Background: an optimization exercise with open tools, aiming at small area, a short achievable clock period and few clock cycles. Do not read the settings as production practice.
RTL that was checked went through simulation tests only; none was proved equivalent to the original.
The RTL of run 1 was laid out without a check of its function.

## flow/design.v (module list and top-level ports; edited modules follow where they fit)
// module digest_unit: 1419 lines
module digest_unit (
    input  wire        clk,
    input  wire        rst,
    input  wire        in_valid,
    output wire        in_ready,
    input  wire [63:0] in_data,
    input  wire [3:0]  in_nbytes,
    input  wire        in_last,
    input  wire [1:0]  in_alg,
    input  wire        in_expect,
    input  wire [63:0] in_cmp,
    output reg         out_valid,
    output reg  [63:0] out_digest,
    output reg         out_match,
    output reg         out_empty
);
  // ...
==> flow/run.sh <==
#!/bin/bash
# synth_recipe.tcl (not shown) runs the flow's synth.tcl, then flattens the netlist and writes it again
# the make line also repeats each setting of config.mk as NAME=value (left out here)
make -C /OpenROAD-flow-scripts/flow DESIGN_CONFIG=/design/flow/config.mk WORK_HOME=/design/flow/orfs CLKGATE_MAP_FILE= SYNTH_SCRIPT=/design/flow/synth_recipe.tcl finish
==> flow/config.mk <==
export PLATFORM = sky130hd
export DESIGN_NAME = digest_unit
export DESIGN_NICKNAME = digest_unit
export VERILOG_FILES = /design/flow/design.v
export SDC_FILE = /design/flow/constraint.sdc
export NUM_CORES = 4
export LEC_CHECK = 0
export ABC_CLOCK_PERIOD_IN_PS = 3000
export CAP_MARGIN = 20
export CORE_MARGIN = 2
export CORE_UTILIZATION = 40
export SLEW_MARGIN = 20
==> flow/constraint.sdc <==
create_clock -name core_clock -period 10.0 [get_ports {clk}]
set_input_delay 2.0000 -clock core_clock [delete_from_list [all_inputs] [get_ports {clk}]]
set_output_delay 2.0000 -clock core_clock [all_outputs]
set_load 0.01 [all_outputs]
==> impl_table.tex, run 1 <==
\begin{tabular}{lr}
\hline
Metric & Value \\
\hline
\multicolumn{2}{l}{\textbf{STA}} \\
\quad Total negative setup slack & 0 ps \\
\quad Timing-limited maximum frequency & 147 MHz \\
\quad Final worst hold slack & 457 ps \\
\multicolumn{2}{l}{\textbf{CTS}} \\
\quad Root cell of the clock tree & sky130\_fd\_sc\_hd\_\_clkbuf\_16 \\
\quad Clock sink count & approximately 320 \\
\multicolumn{2}{l}{\textbf{Logic synthesis}} \\
\quad Post-synthesis cell count & 4843 \\
\quad Biggest area consumer among synthesized cells & sky130\_fd\_sc\_hd\_\_xnor2\_1 \\
\quad Top flip-flop cell by instance count after synthesis & sky130\_fd\_sc\_hd\_\_dfxtp\_1 \\
\quad Synthesized netlist net count & around 5.2k \\
\quad Area fraction in compound gates after synthesis & 0.156 \\
\quad Most repeated cell in the gate-level netlist after synthesis & sky130\_fd\_sc\_hd\_\_xnor2\_1 \\
\quad FF+latch count, synth & 315 \\
\quad Async S/R FF share, synth & 0 \\
\quad Ys Warns & 1 \\
\multicolumn{2}{l}{\textbf{Critical path}} \\
\quad Largest stage delay on the critical path & around 950 ps \\
\quad Number of cells on the critical path & 17 \\
\quad Most repeated library cell on the critical path & sky130\_fd\_sc\_hd\_\_a21oi\_1 \\
\quad Startpoint kind of the worst setup timing path & flip-flop \\
\quad Kind of end point of the critical path & flip-flop \\
\quad Slowest stage cell on the critical path & sky130\_fd\_sc\_hd\_\_xnor2\_1 \\
\multicolumn{2}{l}{\textbf{Hold path}} \\
\quad Worst Hold Class & reg2reg \\
\multicolumn{2}{l}{\textbf{Global routing}} \\
\quad Grt peak-use layer & met1 \\
\quad Antenna violations before repair & 7 \\
\multicolumn{2}{l}{\textbf{Finish}} \\
\quad Fraction of area in multi-input gates & 0.705 \\
\quad Comb\_multi\_in & 4069 \\
\quad Fraction of layout cells with a size suffix above 1 & 0.0846 \\
\quad Commonest cells after routing, fill and taps aside & sky130\_fd\_sc\_hd\_\_xnor2\_1, sky130\_fd\_sc\_hd\_\_nand2\_1, sky130\_fd\_sc\_hd\_\_xor2\_1 \\
\quad Multi-input logic area & 33100 µm² \\
\quad Number of inserted diodes & 6 \\
\quad Sequential cell area & 6960 µm² \\
\multicolumn{2}{l}{\textbf{Placement}} \\
\quad Placement Setup Slack & 3630 ps \\
\multicolumn{2}{l}{\textbf{Floorplanning}} \\
\quad Tap Count & around 1.4k \\
\quad Die Height & 326 µm \\
\multicolumn{2}{l}{\textbf{Routing}} \\
\quad Avg Vias per Cell & 6.33 \\
\quad Count of antenna-violating nets left after detailed routing & 0 \\
\quad Wire length on met3 & 33800 µm \\
\multicolumn{2}{l}{\textbf{Run status}} \\
\quad Result of the run & no timing/DRC/antenna violations \\
\hline
\end{tabular}
==> run 2, diff against run 1 <==
--- a/flow/design.v
+++ b/flow/design.v
@@ -25,161 +25,186 @@
     function [63:0] rotl_bytes(input [63:0] x, input [2:0] a);
         begin
             rotl_bytes = x;
             if (a[0]) rotl_bytes = {rotl_bytes[55:0], rotl_bytes[63:56]};
             if (a[1]) rotl_bytes = {rotl_bytes[47:0], rotl_bytes[63:48]};
             if (a[2]) rotl_bytes = {rotl_bytes[31:0], rotl_bytes[63:32]};
         end
     endfunction
-    function [7:0] ge_mask(input [2:0] x);
+    function [63:0] ge_mask(input [2:0] x);
         integer j;
         begin
             for (j = 0; j < 8; j = j + 1)
-                ge_mask[j] = (j >= x);
+                ge_mask[8*j +: 8] = {8{j >= x}};
         end
     endfunction
-    localparam [2:0] F_IDLE = 3'd0, F_S1 = 3'd1, F_ROT = 3'd2, F_WAIT = 3'd3,
-                     F_TH2 = 3'd4, F_TH3 = 3'd5, F_TH4 = 3'd6;
+    localparam [2:0] F_IDLE = 3'd0,    
+                     F_OUT  = 3'd1,    
+                     F_WAIT = 3'd2,    
+                     F_ROT  = 3'd3,    
+                     F_PAD  = 3'd4,    
+                     F_A    = 3'd5,    
+                     F_B    = 3'd6,    
+                     F_C    = 3'd7;    
     reg        rdy;
     reg [31:0] n;              
     reg [1:0]  alg_r;          
     reg [2:0]  fstate;
-    reg [63:0] d_r;
-    reg [7:0]  hi_r;           
-    reg        op_c32, op_c64, op_th, op_x, op_m2, op_m1, op_clr, op_out;
+    reg [63:0] d_r;            
+    reg [63:0] wbuf;           
+    reg        op_c32, op_c64, op_th, op_a, op_b, op_m1, op_clr, op_out;
     reg [63:0] cmp_q;
     reg        exp_q, empty_q;
     reg [63:0] s;
     assign in_ready = rdy;
     wire fire = in_valid & rdy;
-    wire [2:0] o      = n[2:0];
-    wire [3:0] o_plus = {1'b0, o} + in_nbytes;
-    wire       kz     = (in_nbytes == 4'd0);
-    wire       first  = (n == 32'd0);
-    wire [2:0] ra     = 3'd0 - o;                 
+    wire [2:0]  o      = n[2:0];
+    wire [3:0]  o_plus = {1'b0, o} + in_nbytes;
+    wire        cmpl   = o_plus[3];               
+    wire        ovf    = o_plus[3] && (o_plus[2:0] != 3'd0);
+    wire        kz     = (in_nbytes == 4'd0);
+    wire        first  = (n == 32'd0);
+    wire        is_th  = (in_alg == 2'd2);
+    wire        th_r   = (alg_r == 2'd2);
     reg [63:0] data_m;
     integer i;
     always @(*) begin
         for (i = 0; i < 8; i = i + 1)
             data_m[8*i +: 8] = in_data[8*i +: 8] & {8{in_nbytes > i}};
     end
     reg [63:0] init;
     always @(*) begin
         case (in_alg)
             2'd0:    init = 64'h00000000FFFFFFFF;
             2'd1:    init = 64'd0;
             default: init = TH_INIT;
         endcase
     end
-    wire        rot_s   = (fstate == F_ROT);
-    wire [63:0] rot_out = rotl_bytes(rot_s ? s : data_m, rot_s ? ra : o);
+    wire        rot_s = (fstate == F_ROT);
+    wire [2:0]  ra    = rot_s ? (3'd0 - o) : o;
+    wire [63:0] rot   = rotl_bytes(rot_s ? (s ^ wbuf) : data_m, ra);
+    wire [63:0] him   = ge_mask(ra);
+    wire [63:0] base  = first ? init : wbuf;
+    wire [63:0] word  = base ^ (rot & him);       
+    wire [63:0] part  = base ^ rot;               
     always @(posedge clk) begin
         if (rst) begin
             rdy     <= 1'b1;
             n       <= 32'd0;
             alg_r   <= 2'd0;
             fstate  <= F_IDLE;
-            hi_r    <= 8'hFF;
             op_c32  <= 1'b0;
             op_c64  <= 1'b0;
             op_th   <= 1'b0;
-            op_x    <= 1'b0;
-            op_m2   <= 1'b0;
+            op_a    <= 1'b0;
+            op_b    <= 1'b0;
             op_m1   <= 1'b0;
             op_clr  <= 1'b1;
             op_out  <= 1'b0;
             cmp_q   <= 64'd0;
             exp_q   <= 1'b0;
             empty_q <= 1'b0;
         end else begin
             op_c32 <= 1'b0;
             op_c64 <= 1'b0;
             op_th  <= 1'b0;
-            op_x   <= 1'b0;
-            op_m2  <= 1'b0;
+            op_a   <= 1'b0;
+            op_b   <= 1'b0;
             op_m1  <= 1'b0;
             op_clr <= 1'b0;
             op_out <= 1'b0;
-            hi_r   <= 8'hFF;
             case (fstate)
                 F_IDLE: if (fire) begin
-                    hi_r   <= o_plus[3] ? ge_mask(o) : 8'hFF;
-                    op_c32 <= !kz && o_plus[3] && in_alg == 2'd0;
-                    op_c64 <= !kz && o_plus[3] && in_alg == 2'd1;
-                    op_th  <= !kz && o_plus[3] && in_alg == 2'd2;
-                    op_x   <= !kz && !o_plus[3];
-                    n      <= n + {28'd0, in_nbytes};
-                    alg_r  <= in_alg;
-                    if (in_last) begin
+                    n     <= n + {28'd0, in_nbytes};
+                    alg_r <= in_alg;
+                    if (!in_last) begin
+                        op_c32 <= cmpl && in_alg == 2'd0;
+                        op_c64 <= cmpl && in_alg == 2'd1;
+                        op_th  <= cmpl && is_th;
+                    end else begin
                         rdy     <= 1'b0;
                         cmp_q   <= in_cmp;
                         exp_q   <= in_expect;
                         empty_q <= first && kz;
-                        fstate  <= F_S1;
+                        if (first && kz) begin
+                            fstate <= F_OUT;
+                        end else if (!is_th) begin
+                            op_c32 <= cmpl && in_alg == 2'd0;
+                            op_c64 <= cmpl && in_alg == 2'd1;
+                            if (o_plus[2:0] == 3'd0) begin
+                                fstate <= F_OUT;
+                            end else if (ovf) begin
+                                fstate <= F_WAIT;
+                            end else begin
+                                op_clr <= 1'b1;
+                                fstate <= F_ROT;
+                            end
+                        end else begin
+                            op_th  <= cmpl || (o_plus[2:0] != 3'd0);
+                            fstate <= ovf ? F_PAD : F_A;
+                        end
                     end
                 end
-                F_S1: begin
-                    if (empty_q || (alg_r != 2'd2 && o == 3'd0)) begin
-                        op_out <= 1'b1;
-                        op_clr <= 1'b1;
-                        rdy    <= 1'b1;
-                        n      <= 32'd0;
-                        fstate <= F_IDLE;
-                    end else if (alg_r != 2'd2) begin
-                        op_clr <= 1'b1;
-                        fstate <= F_ROT;
-                    end else begin
-                        hi_r   <= 8'h00;
-                        op_th  <= (o != 3'd0);
-                        op_x   <= (o == 3'd0);
-                        fstate <= F_TH2;
-                    end
+                F_OUT: begin
+                    op_out <= 1'b1;
+                    op_clr <= 1'b1;
+                    rdy    <= 1'b1;
+                    n      <= 32'd0;
+                    fstate <= F_IDLE;
+                end
+                F_WAIT: begin
+                    op_clr <= 1'b1;
+                    fstate <= F_ROT;
                 end
                 F_ROT: begin
-                    hi_r   <= ge_mask(ra);
                     op_c32 <= (alg_r == 2'd0);
                     op_c64 <= (alg_r == 2'd1);
-                    fstate <= F_WAIT;
+                    fstate <= F_OUT;
                 end
-                F_TH2: begin
-                    op_m2  <= 1'b1;
-                    fstate <= F_TH3;
+                F_PAD: begin
+                    op_th  <= 1'b1;
+                    fstate <= F_A;
                 end
-                F_TH3: begin
-                    op_m1  <= 1'b1;
-                    fstate <= F_TH4;
+                F_A: begin
+                    op_a   <= 1'b1;
+                    fstate <= F_B;
                 end
-                default: begin      
-                    op_out <= 1'b1;
-                    op_clr <= 1'b1;
-                    rdy    <= 1'b1;
-                    n      <= 32'd0;
-                    fstate <= F_IDLE;
+                F_B: begin
+                    op_b   <= 1'b1;
+                    fstate <= F_C;
+                end
+                default: begin     
+                    op_m1  <= 1'b1;
+                    fstate <= F_OUT;
                 end
             endcase
         end
     end
     always @(posedge clk) begin
-        if (rot_s)
-            d_r <= rot_out;
-        else if (fstate == F_S1)
-            d_r <= {32'd0, n};
-        else if (fstate == F_IDLE)
-            d_r <= rot_out ^ (first ? init : 64'd0);
-        else
-            d_r <= 64'd0;
-    end
-    reg [63:0] hi64;
-    always @(*) begin
-        for (i = 0; i < 8; i = i + 1)
-            hi64[8*i +: 8] = {8{hi_r[i]}};
+        case (fstate)
+            F_IDLE: begin
+                d_r  <= (in_last && !cmpl) ? part : word;
+                if (fire)
+                    wbuf <= (in_last && is_th && !ovf) ? 64'd0 :
+                            cmpl ? (rot & ~him) : part;
+            end
+            F_ROT: begin
+                d_r  <= rot & him;
+                wbuf <= rot & ~him;
+            end
+            F_PAD: begin
+                d_r  <= wbuf;
+                wbuf <= 64'd0;
+            end
+            F_A:     d_r <= {32'd0, n};
+            default: d_r <= 64'd0;
+        endcase
     end
-    wire [63:0] x = s ^ (d_r & hi64);
-    wire [63:0] q = d_r & ~hi64;
+    wire [63:0] x = s ^ d_r;
     wire [31:0] f32;
     wire [63:0] f64;
     wire p32_t64 = x[38] ^ x[55];
     wire p32_t65 = x[14] ^ x[18];
     wire p32_t66 = x[34] ^ x[57];
     wire p32_t67 = x[33] ^ x[52];
     wire p32_t68 = x[12] ^ x[30];
     wire p32_t69 = x[11] ^ x[47];
@@ -1374,36 +1399,44 @@
     assign f64[62] = p64_u707 ^ p64_u708;
     wire p64_u709 = x[22] ^ x[63];
     wire p64_u710 = p64_u709 ^ p64_t184;
     wire p64_u711 = p64_t269 ^ p64_t282;
     wire p64_u712 = p64_t292 ^ p64_t305;
     wire p64_u713 = p64_t307 ^ p64_u710;
     wire p64_u714 = p64_u711 ^ p64_u712;
     assign f64[63] = p64_u713 ^ p64_u714;
-    wire [63:0] mp = x + (x << 13) + (x << 41);               
-    wire [63:0] fa = s ^ (s >> 31);
-    wire [63:0] fc = fa + (fa << 7) + (fa << 29) + (fa << 55);  
+    wire [63:0] m1a = x, m1b = x << 13, m1c = x << 41;
+    wire [63:0] m1s = m1a ^ m1b ^ m1c;
+    wire [63:0] m1k = (m1a & m1b) | (m1a & m1c) | (m1b & m1c);
+    wire [63:0] mp  = m1s + {m1k[62:0], 1'b0};
+    wire [63:0] m2a = s, m2b = s << 7, m2c = s << 29;
+    wire [63:0] m2s = m2a ^ m2b ^ m2c;
+    wire [63:0] m2k = (m2a & m2b) | (m2a & m2c) | (m2b & m2c);
+    wire [63:0] m2p = m2s + {m2k[62:0], 1'b0};
+    wire [63:0] fb  = x ^ (x >> 31);
+    wire [8:0]  fbt = fb[63:55] + fb[8:0] - {fb[1:0], 7'd0};
     wire [63:0] fsel = ({64{op_c32}} & {32'd0, f32})
                      | ({64{op_c64}} & f64)
                      | ({64{op_th}}  & {mp[34:0], mp[63:35]})
-                     | ({64{op_x}}   & x)
-                     | ({64{op_m2}}  & (fc ^ (fc >> 27)))
-                     | ({64{op_m1}}  & mp);
-    wire s_en = op_c32 | op_c64 | op_th | op_x | op_m2 | op_m1 | op_clr;
+                     | ({64{op_m1}}  & mp)
+                     | ({64{op_a}}   & {fbt, fb[54:0]})
+                     | ({64{op_b}}   & (m2p ^ (m2p >> 27)));
+    wire s_en = op_c32 | op_c64 | op_th | op_m1 | op_a | op_b | op_clr;
     always @(posedge clk) begin
         if (s_en)
-            s <= fsel ^ q;
+            s <= fsel;
     end
-    reg [63:0] fdig;
+    wire [63:0] sv = s ^ wbuf;
+    reg  [63:0] fdig;
     always @(*) begin
         case (alg_r)
-            2'd0:    fdig = {32'd0, ~s[31:0]};
-            2'd1:    fdig = byterev(s);
-            default: fdig = s ^ (s >> 33);
+            2'd0:    fdig = {32'd0, ~sv[31:0]};
+            2'd1:    fdig = byterev(sv);
+            default: fdig = sv ^ (sv >> 33);
         endcase
     end
     always @(posedge clk) begin
         if (rst) begin
             out_valid  <= 1'b0;
             out_digest <= 64'd0;
             out_match  <= 1'b0;
             out_empty  <= 1'b0;
==> flow/config.mk (replaced) <==
export PLATFORM = sky130hd
export DESIGN_NAME = digest_unit
export DESIGN_NICKNAME = digest_unit
export VERILOG_FILES = /design/flow/design.v
export SDC_FILE = /design/flow/constraint.sdc
export NUM_CORES = 4
export LEC_CHECK = 0
export CAP_MARGIN = 20
export CORE_MARGIN = 2
export CORE_UTILIZATION = 40
export SETUP_SLACK_MARGIN = 5
export SLEW_MARGIN = 20
==> run 2 against run 1 <==
Register-to-register slack better by 1600 ps. Final area up 8.9%. Sequential share of layout area up 2.2 points. Setup slack better by 1600 ps. First-iteration DRC count up 10%. Die area up 5.8%.
==> impl_table.tex, run 2 <==
\begin{tabular}{lr}
\hline
Metric & Value \\
\hline
\multicolumn{2}{l}{\textbf{Global routing}} \\
\quad Global-route total usage across every layer & 0.464 (was 0.443) \\
\quad Via count of the first global-routing pass & 41.1k (was 37.0k) \\
\quad First-pass GRT wire length & 358000 µm (was 324000 µm) \\
\quad Maximum number of pins on one net before global-route repair & 93 (was 103) \\
\quad Antenna violations before repair & 10 (was 7) \\
\quad Total congestion overflow after global routing & 0 (unchanged) \\
\multicolumn{2}{l}{\textbf{Logic synthesis}} \\
\quad Leading post-synthesis cells by instance count & sky130\_fd\_sc\_hd\_\_xnor2\_1, sky130\_fd\_sc\_hd\_\_nand2\_1, sky130\_fd\_sc\_hd\_\_nor2\_1 (was sky130\_fd\_sc\_hd\_\_xnor2\_1, sky130\_fd\_sc\_hd\_\_nand2\_1, sky130\_fd\_sc\_hd\_\_xor2\_1) \\
\quad Mux contribution to synthesized area & 0.0453 (was 0.0589) \\
\quad Number of enable flip-flop cells after synthesis & 128 (was 64) \\
\quad Post-synth top area share & 0.265 (was 0.243) \\
\quad Synthesized netlist net count & 5569 (was 5234) \\
\quad Netlist area before placement & 44000 µm² (was 41500 µm²) \\
\quad Most repeated cell in the gate-level netlist after synthesis & sky130\_fd\_sc\_hd\_\_xnor2\_1 (unchanged) \\
\quad Ys Warns & 1 (unchanged) \\
\quad Fraction of synthesized cell area in xor and xnor cells & 0.368 (was 0.382) \\
\quad Top flip-flop cell by instance count after synthesis & sky130\_fd\_sc\_hd\_\_dfxtp\_1 (unchanged) \\
\quad Distinct cell type count after synthesis & 81 (was 86) \\
\quad Async S/R FF share, synth & 0 (unchanged) \\
\quad Synth Area in Adders & 0.0674 (was 0.0835) \\
\quad Largest family of logic cells by synthesized area & XOR/XNOR gates (unchanged) \\
\quad Dominant cells by area after synthesis & sky130\_fd\_sc\_hd\_\_xnor2\_1, sky130\_fd\_sc\_hd\_\_dfxtp\_1, sky130\_fd\_sc\_hd\_\_edfxtp\_1, sky130\_fd\_sc\_hd\_\_xor2\_1, sky130\_fd\_sc\_hd\_\_ha\_1 (was sky130\_fd\_sc\_hd\_\_xnor2\_1, sky130\_fd\_sc\_hd\_\_dfxtp\_1, sky130\_fd\_sc\_hd\_\_xor2\_1, sky130\_fd\_sc\_hd\_\_ha\_1, sky130\_fd\_sc\_hd\_\_mux2i\_1) \\
\quad Sequential-to-total area share from yosys stat & 0.198 (was 0.167) \\
\quad Biggest area consumer among synthesized cells & sky130\_fd\_sc\_hd\_\_xnor2\_1 (unchanged) \\
\quad Post-synthesis cell count & 5226 (was 4843) \\
\quad Mean Syn Cell Area & 8.42 µm² (was 8.58 µm²) \\
\quad Area fraction in compound gates after synthesis & 0.174 (was 0.156) \\
\quad FF+latch count, synth & 371 (was 315) \\
\quad Synth Area in Simple Gates & 0.113 (was 0.109) \\
\multicolumn{2}{l}{\textbf{Critical path}} \\
\quad Biggest fanout along the worst timing path & 11 (was 16) \\
\quad Worst Path Arrival & 5560 ps (was 7070 ps) \\
\quad Req. time, crit path & 10410 ps (was 10290 ps) \\
\quad Kind of end point of the critical path & flip-flop (unchanged) \\
\quad Cell chain of the critical path & xnor2\_4 > inv\_1 > fa\_1 > ha\_1 > a21o\_1 > a21o\_1 > a21oi\_1 > o211ai\_1 > o21ai\_0 > xnor2\_1 > a221o\_1 (was nand2\_1 > xnor2\_4 > inv\_2 > ha\_1 > ha\_1 > inv\_1 > fa\_1 > nor2b\_1 > o31a\_1 > o311ai\_2 > a21oi\_1 > a21oi\_1 > o21ai\_0 > a21oi\_1 > xnor2\_1 > a221oi\_1 > xnor2\_1) \\
\quad Cell type group with the largest total delay on the critical path & compound AO/OA/AOI/OAI gates (unchanged) \\
\quad Kind of critical path & reg2reg (unchanged) \\
\quad Most repeated library cell on the critical path & sky130\_fd\_sc\_hd\_\_a21o\_1 (was sky130\_fd\_sc\_hd\_\_a21oi\_1) \\
\quad Startpoint kind of the worst setup timing path & flip-flop (unchanged) \\
\quad Largest stage delay on the critical path & 950 ps (about the same) \\
\quad Slowest stage cell on the critical path & sky130\_fd\_sc\_hd\_\_xnor2\_4 (was sky130\_fd\_sc\_hd\_\_xnor2\_1) \\
\quad Number of buffers and inverters on the critical path & 1 (was 2) \\
\multicolumn{2}{l}{\textbf{CTS}} \\
\quad Root cell of the clock tree & sky130\_fd\_sc\_hd\_\_clkbuf\_16 (unchanged) \\
\quad Clock sink count & 371 (was 315) \\
\quad Clock slew at reported path FFs & 60 ps (was 70 ps) \\
\quad Cts-stage hold buffer count & 0 (unchanged) \\
\quad CTS buffer count & 47 (was 37) \\
\quad TritonCTS clock tree & done (unchanged) \\
\quad Skew-Pair Late Insertion Delay & 670 ps (was 580 ps) \\
\quad Level count of the clock H-tree & 2 (unchanged) \\
\quad Buffer levels on the longest clock path & 3 (unchanged) \\
\multicolumn{2}{l}{\textbf{Run status}} \\
\quad Result of the run & no timing/DRC/antenna violations (unchanged) \\
\multicolumn{2}{l}{\textbf{Finish}} \\
\quad Final Net Count & 5804 (was 5339) \\
\quad Fraction of layout cells with a size suffix above 1 & 0.101 (was 0.0846) \\
\quad Final Core Density & 0.469 (was 0.455) \\
\quad Layout overhead on the synthesized area & 16.3\% (was 13.1\%) \\
\quad Leading cell type in the layout, fill and taps excluded & sky130\_fd\_sc\_hd\_\_xnor2\_1 (unchanged) \\
\quad Commonest cells after routing, fill and taps aside & sky130\_fd\_sc\_hd\_\_xnor2\_1, sky130\_fd\_sc\_hd\_\_nand2\_1, sky130\_fd\_sc\_hd\_\_nor2\_1 (was sky130\_fd\_sc\_hd\_\_xnor2\_1, sky130\_fd\_sc\_hd\_\_nand2\_1, sky130\_fd\_sc\_hd\_\_xor2\_1) \\
\multicolumn{2}{l}{\textbf{Routing}} \\
\quad Avg Vias per Cell & 6.35 (was 6.33) \\
\quad Via count of the routed design & 43.9k (was 40.3k) \\
\quad Wire length reported by the detailed router & 269000 µm (was 245000 µm) \\
\quad First-pass DRT Iterations & 8 (was 10) \\
\quad Count of antenna-violating nets left after detailed routing & 0 (unchanged) \\
\quad Wire length on met3 & 32200 µm (was 33800 µm) \\
\quad Met2 routed WL & 111000 µm (was 94000 µm) \\
\quad Remaining routing DRC violations & 0 (unchanged) \\
\quad Detailed-route wire length per cell & 38.9 µm (was 38.6 µm) \\
\quad Met1 layer wirelength in the final routing & 101000 µm (was 103000 µm) \\
\quad Highest routed layer & met5 (unchanged) \\
\quad Initial DRC Count & 7421 (was 6749) \\
\multicolumn{2}{l}{\textbf{STA}} \\
\quad Ratio of final minimum period to clock period & 0.515 (was 0.679) \\
\quad Final number of max-transition violations & 0 (unchanged) \\
\quad RSZ-0062 raised after global routing & true (was false) \\
\quad Total negative setup slack & 0 ps (unchanged) \\
\quad Timing-limited maximum frequency & 194 MHz (was 147 MHz) \\
\quad Final number of setup-violating endpoints & 0 (unchanged) \\
\quad Max\_slew headroom & 0.0961 (was 0.116) \\
\quad Least-Margin Pin Slew & 1340 ps (was 1320 ps) \\
\quad Hold violation total from the final report & 0 (unchanged) \\
\quad Max Clock Skew & 94.1 ps (was 30.3 ps) \\
\quad Final Critical Period & 5150 ps (was 6790 ps) \\
\multicolumn{2}{l}{\textbf{Floorplanning}} \\
\quad Standard-cell rows & 121 (was 118) \\
\quad Full die area & 113000 µm² (was 106000 µm²) \\
\quad X dimension of the die & 336 µm (was 326 µm) \\
\quad Die Height & 336 µm (was 326 µm) \\
\quad Initial core utilization & 0.404 (was 0.403) \\
\quad Std-Cell Core Area & 109000 µm² (was 103000 µm²) \\
\quad Top-Level Pins & 207 (unchanged) \\
\multicolumn{2}{l}{\textbf{Placement}} \\
\quad Number of port buffers & 206 (unchanged) \\
\quad Final estimated routing congestion in global placement & 1.11 (was 1.10) \\
\quad Post-DP HPWL & 213000 µm (was 196000 µm) \\
\multicolumn{2}{l}{\textbf{Flow run}} \\
\quad Max-Cap Viols & 0 (unchanged) \\
\multicolumn{2}{l}{\textbf{Hold path}} \\
\quad Worst Hold Class & reg2reg (unchanged) \\
\hline
\end{tabular}
[run 2: cell count changes after synthesis, sizes merged, moves of 53 or more]
cell / change
o21ai: +145
nor2b: -53
nor2: +82
ha: -54
buf: -65
mux2i: -68
a21oi: +60
nand2: +104
xnor2: +171
edfxtp: +64
[run 2: cell families (layout without fill, tap and decap cells)]
logic type	after synthesis	in the layout
multiplexers	196	196
AND/OR/NAND/NOR	1133	1133
other	0	2
adder cells (fa/ha/maj)	210	210
XOR/XNOR	1748	1748
flip-flops	371	371
AO/OA/AOI/OAI	1177	1177
buffers and inverters	391	663
[run 2: layout make-up]
class	instances	area [µm²]
inverters	118	452
well taps	1414	1770
clock buffers	72	1350
repair buffers	459	4130
fillers	10777	57900
diodes	2	5.00
multi-input cells	4464	34500
clock inverters	14	195
flip-flops and latches	371	8720
[run 2: path summary, 6_finish.rpt]
check | startpoint | end | slack [ps] | depth (start not counted)
setup / recovery | s[58]$_DFFE_PP_ | s[27]$_DFFE_PP_ | 4850 | 11
hold reg to reg | cmp_q[16]$_SDFFE_PP0P_ | cmp_q[16]$_SDFFE_PP0P_ | 460 | 2
hold / removal | cmp_q[16]$_SDFFE_PP0P_ | cmp_q[16]$_SDFFE_PP0P_ | 460 | 2
setup reg to reg | s[58]$_DFFE_PP_ | s[27]$_DFFE_PP_ | 4850 | 11
[run 2: per-stage QoR]
stage                     setup WS, ps  area [µm²]  hold slack (ps)  cells
after CTS                         4940       50700              461   6882
after global placement            3950       48700              443   6774
after detailed placement          3840       48800              453   6774
after global routing              4920       51100              485   6912
final                             4850       51100              464   6914
after floorplan                   5130       44000              436   5226
[run 2: tightest hold or removal path, stage by stage, from the launching register on]
cell	delay (ps)
sky130_fd_sc_hd__dfxtp_1	310
sky130_fd_sc_hd__nand2_1	50
sky130_fd_sc_hd__a21oi_1	50
[run 2: repair_timing]
action / in CTS / in global routing
pin swaps: 3 / 4
setup buffers: 22 / 30
setup endpoints to repair: 121 / 136
resized for setup: 34 / 33
[run 2: metal layers]
layer  up-vias  global-route usage
li1      18652                   -
met1     21361               0.569
met2      3105               0.680
met3       806               0.141
met4        12               0.355
met5         -                   0
Testbench counts of run 2, summed over its fixed seeds: cycles 10,044.

-- what the ideal ports hide --
Ports are ideal in the flow. The routed layouts listed here were re-timed in OpenROAD. Step 1 assumes that a clkbuf_16 drives the clock port and a buf_2 every other input. Step 2 times the ports against the registers' clock, not the clock port: input delays grow and output delays shrink by t, the midpoint of the rising clock arrivals with the driver on. Three values: ideal ports, drivers, drivers and shift; two values: the first two.
run	t, ns	setup WS [ns]	worst setup path at the end	clock arrival spread, ns
run 1	0.627	3.215 / 3.215 / 3.215	register to register	0.034 / 0.034
run 2	0.708	4.852 / 4.852 / 4.423	input to register	0.095 / 0.094
After both steps setup and hold are still met in every run listed. The setup slack of run 2, which loses most, moves by 0.000 ns with the drivers and by -0.429 ns with both steps.
